What follows belongs to an exercise in optimizing a design on an open flow for small area, a short achievable clock period and few clock cycles per item; a production flow would make more cautious choices.
At most, simulation tests tie the RTL to the original design; equivalence was not proved.

## rs72_decoder
module rs72_decoder (
    input  wire        clk,
    input  wire        rst,
    input  wire        in_valid,
    output wire        in_ready,
    input  wire [7:0]  in_sym,
    input  wire        in_erase,
    output wire        out_valid,
    input  wire        out_ready,
    output wire        out_fail,
    output wire [2:0]  out_count,
    output wire [27:0] out_pos,
    output wire [31:0] out_mag,
    output wire [3:0]  out_loc
);
==> flow/config.mk <==
export PLATFORM = sky130hd
export DESIGN_NAME = rs72_decoder
export DESIGN_NICKNAME = rs72_decoder
export VERILOG_FILES = /design/flow/design.v
export SDC_FILE = /design/flow/constraint.sdc
export NUM_CORES = 4
export LEC_CHECK = 0
export CAP_MARGIN = 20
export CORE_MARGIN = 2
export CORE_UTILIZATION = 40
export SLEW_MARGIN = 20
==> flow/constraint.sdc <==
create_clock -name core_clock -period 25.0 [get_ports {clk}]
set_input_delay 5.0000 -clock core_clock [delete_from_list [all_inputs] [get_ports {clk}]]
set_output_delay 5.0000 -clock core_clock [all_outputs]
set_load 0.01 [all_outputs]
standard.sh (not shown) runs the stock make flow with config.mk's settings and CLKGATE_MAP_FILE= SYNTH_SCRIPT=/design/flow/synth_recipe.tcl, a recipe that flattens the netlist after the stock synthesis.
==> flow/flow/run.sh <==
#!/bin/bash
# Standard layout, with port buffers of type buf_4 instead of the default choice.
set -euo pipefail
bash standard.sh "BUFFER_PORTS_ARGS=-buffer_cell sky130_fd_sc_hd__buf_4" finish > standard_flow.log 2>&1
Change:
--- a/flow/design.v
+++ b/flow/design.v
@@ -8,25 +8,25 @@
     integer i;
     always @* begin
         acc = 8'h00;
         sh  = a;
         for (i = 0; i < 8; i = i + 1) begin
             acc = acc ^ (sh & {8{b[i]}});
             sh  = {sh[6:0], 1'b0} ^ (sh[7] ? 8'h1D : 8'h00);
         end
     end
     assign p = acc;
 endmodule
-module rs72_gf_inv (
-    input  wire [7:0] x,
-    output wire [7:0] y
+module rs72_gf_inv_a (
+    input  wire [7:0]  x,
+    output wire [11:0] s
 );
     function [3:0] m16(input [3:0] a, input [3:0] b);
         reg [6:0] r;
         begin
             r = ({7{b[0]}} & {3'b0, a}) ^ ({7{b[1]}} & {2'b0, a, 1'b0}) ^
                 ({7{b[2]}} & {1'b0, a, 2'b0}) ^ ({7{b[3]}} & {a, 3'b0});
             m16 = r[3:0] ^ {2'b00, r[4], r[4]} ^ {1'b0, r[5], r[5], 1'b0} ^ {r[6], r[6], 2'b00};
         end
     endfunction
     function [3:0] i16(input [3:0] a);
         case (a)
@@ -52,22 +52,59 @@
                    ({8{x[1]}} & 8'h2F) ^
                    ({8{x[2]}} & 8'h48) ^
                    ({8{x[3]}} & 8'h25) ^
                    ({8{x[4]}} & 8'h34) ^
                    ({8{x[5]}} & 8'hCA) ^
                    ({8{x[6]}} & 8'h40) ^
                    ({8{x[7]}} & 8'h14);
     wire [3:0] ah = c[7:4];
     wire [3:0] al = c[3:0];
     wire [3:0] d  = m16(m16(ah, ah), 4'h9) ^ m16(ah, al) ^ m16(al, al);
     wire [3:0] di = i16(d);
+    assign s = {ah, al, di};
+endmodule
+module rs72_gf_inv_b (
+    input  wire [11:0] s,
+    output wire [7:0]  y
+);
+    function [3:0] m16(input [3:0] a, input [3:0] b);
+        reg [6:0] r;
+        begin
+            r = ({7{b[0]}} & {3'b0, a}) ^ ({7{b[1]}} & {2'b0, a, 1'b0}) ^
+                ({7{b[2]}} & {1'b0, a, 2'b0}) ^ ({7{b[3]}} & {a, 3'b0});
+            m16 = r[3:0] ^ {2'b00, r[4], r[4]} ^ {1'b0, r[5], r[5], 1'b0} ^ {r[6], r[6], 2'b00};
+        end
+    endfunction
+    function [3:0] i16(input [3:0] a);
+        case (a)
+            4'h0: i16 = 4'h0;
+            4'h1: i16 = 4'h1;
+            4'h2: i16 = 4'h9;
+            4'h3: i16 = 4'hE;
+            4'h4: i16 = 4'hD;
+            4'h5: i16 = 4'hB;
+            4'h6: i16 = 4'h7;
+            4'h7: i16 = 4'h6;
+            4'h8: i16 = 4'hF;
+            4'h9: i16 = 4'h2;
+            4'hA: i16 = 4'hC;
+            4'hB: i16 = 4'h5;
+            4'hC: i16 = 4'hA;
+            4'hD: i16 = 4'h4;
+            4'hE: i16 = 4'h3;
+            4'hF: i16 = 4'h8;
+        endcase
+    endfunction
+    wire [3:0] ah = s[11:8];
+    wire [3:0] al = s[7:4];
+    wire [3:0] di = s[3:0];
     wire [3:0] rh = m16(ah, di);
     wire [3:0] rl = m16(ah ^ al, di);
     wire [7:0] r = {rh, rl};
     assign y = ({8{r[0]}} & 8'h01) ^
                    ({8{r[1]}} & 8'h4E) ^
                    ({8{r[2]}} & 8'h99) ^
                    ({8{r[3]}} & 8'h44) ^
                    ({8{r[4]}} & 8'h19) ^
                    ({8{r[5]}} & 8'h90) ^
                    ({8{r[6]}} & 8'h40) ^
                    ({8{r[7]}} & 8'h6A);
@@ -370,32 +407,35 @@
     reg  [6:0] o_pos [0:3];
     reg  [7:0] o_mag [0:3];
     reg  [3:0] o_loc;
     wire s3_free = ~c_act & ~q_act & ~o_valid;
     assign hand23 = s2_done & s3_free;
     wire [7:0] lam_val = c_s0 ^ c_l[1] ^ c_l[2] ^ c_l[3] ^ c_l[4];
     wire [7:0] sig_val = c_s0 ^ c_s1;
     wire [7:0] om_val  = c_w[0] ^ c_w[1] ^ c_w[2] ^ c_w[3];
     wire       is_root = (lam_val == 8'h00);
     wire [2:0] rcnt_n = rcnt + {2'b00, is_root};
     wire       c_last = (idx == 7'd1);
-    reg  [7:0] q_inv, q_om;
-    wire [7:0] den_inv;
-    rs72_gf_inv u_inv (.x(c_l[1] ^ c_l[3]), .y(den_inv));
+    reg  [11:0] q_inv;           
+    reg  [7:0]  q_om;
+    wire [11:0] den_inv_a;
+    wire [7:0]  den_inv;
+    rs72_gf_inv_a u_inv_a (.x(c_l[1] ^ c_l[3]), .s(den_inv_a));
+    rs72_gf_inv_b u_inv_b (.s(q_inv), .y(den_inv));
     always @(posedge clk) begin
         q_put <= c_act & is_root & (om_val != 8'h00);
         q_loc <= c_e0 | (sig_val == 8'h00);
-        q_inv <= den_inv;
+        q_inv <= den_inv_a;
         q_om  <= om_val;
     end
-    rs72_gf_mul u_mul (.a(q_put ? q_om : m1), .b(q_put ? q_inv : m2), .p(prod));
+    rs72_gf_mul u_mul (.a(q_put ? q_om : m1), .b(q_put ? den_inv : m2), .p(prod));
     wire [7:0] yval = prod;
     wire       c_end = q_act & ~c_act;
     wire       c_bad = (rcnt != len3);
     always @(posedge clk) begin
         if (rst) begin
             c_act   <= 1'b0;
             q_act   <= 1'b0;
             o_valid <= 1'b0;
         end else begin
             q_act <= c_act;
             if (hand23) begin
Outcome: Routed wire length shrinks by 1.8%. Hold slack gets better by 0.015 ns. Area after synthesis shrinks by 1.6%. Count of clock-buffer cells in the layout shrinks by 5. Cell area shrinks by 1.8%. Worst setup slack gets better by 0.11 ns.
Testbench counts after the change, summed over its fixed seeds: cycles 231,061, words 3,200.
Function not checked in the first run of this note: the RTL went through the layout flow alone.

## afterwards: timing with drivers on the ports
Ports are ideal in the flow. The routed layouts listed here were re-timed in OpenROAD. Step 1, drivers: a clkbuf_16 drives clk and a buf_2 each remaining input, both assumed. Step 2 adds t to the input delays and takes it off the output delays; t is the mean of the earliest and latest rising clock arrival at the registers after step 1. Input paths then give back, and output paths get back, about the clock's delay inside the block. Three values: ideal, step 1, step 2; two values: the first two.
run	t (ns)	slack for setup (ns)	hold slack, ns	latest minus earliest clock arrival (ns)	cell pins on the clock port's net
the first run	0.627	18.778 / 18.719 / 19.044	0.439 / 0.439 / 0.439	0.022 / 0.023	1
the second run	0.626	18.887 / 18.828 / 18.969	0.454 / 0.454 / 0.454	0.042 / 0.042	1
After both steps every run listed still meets setup and hold.
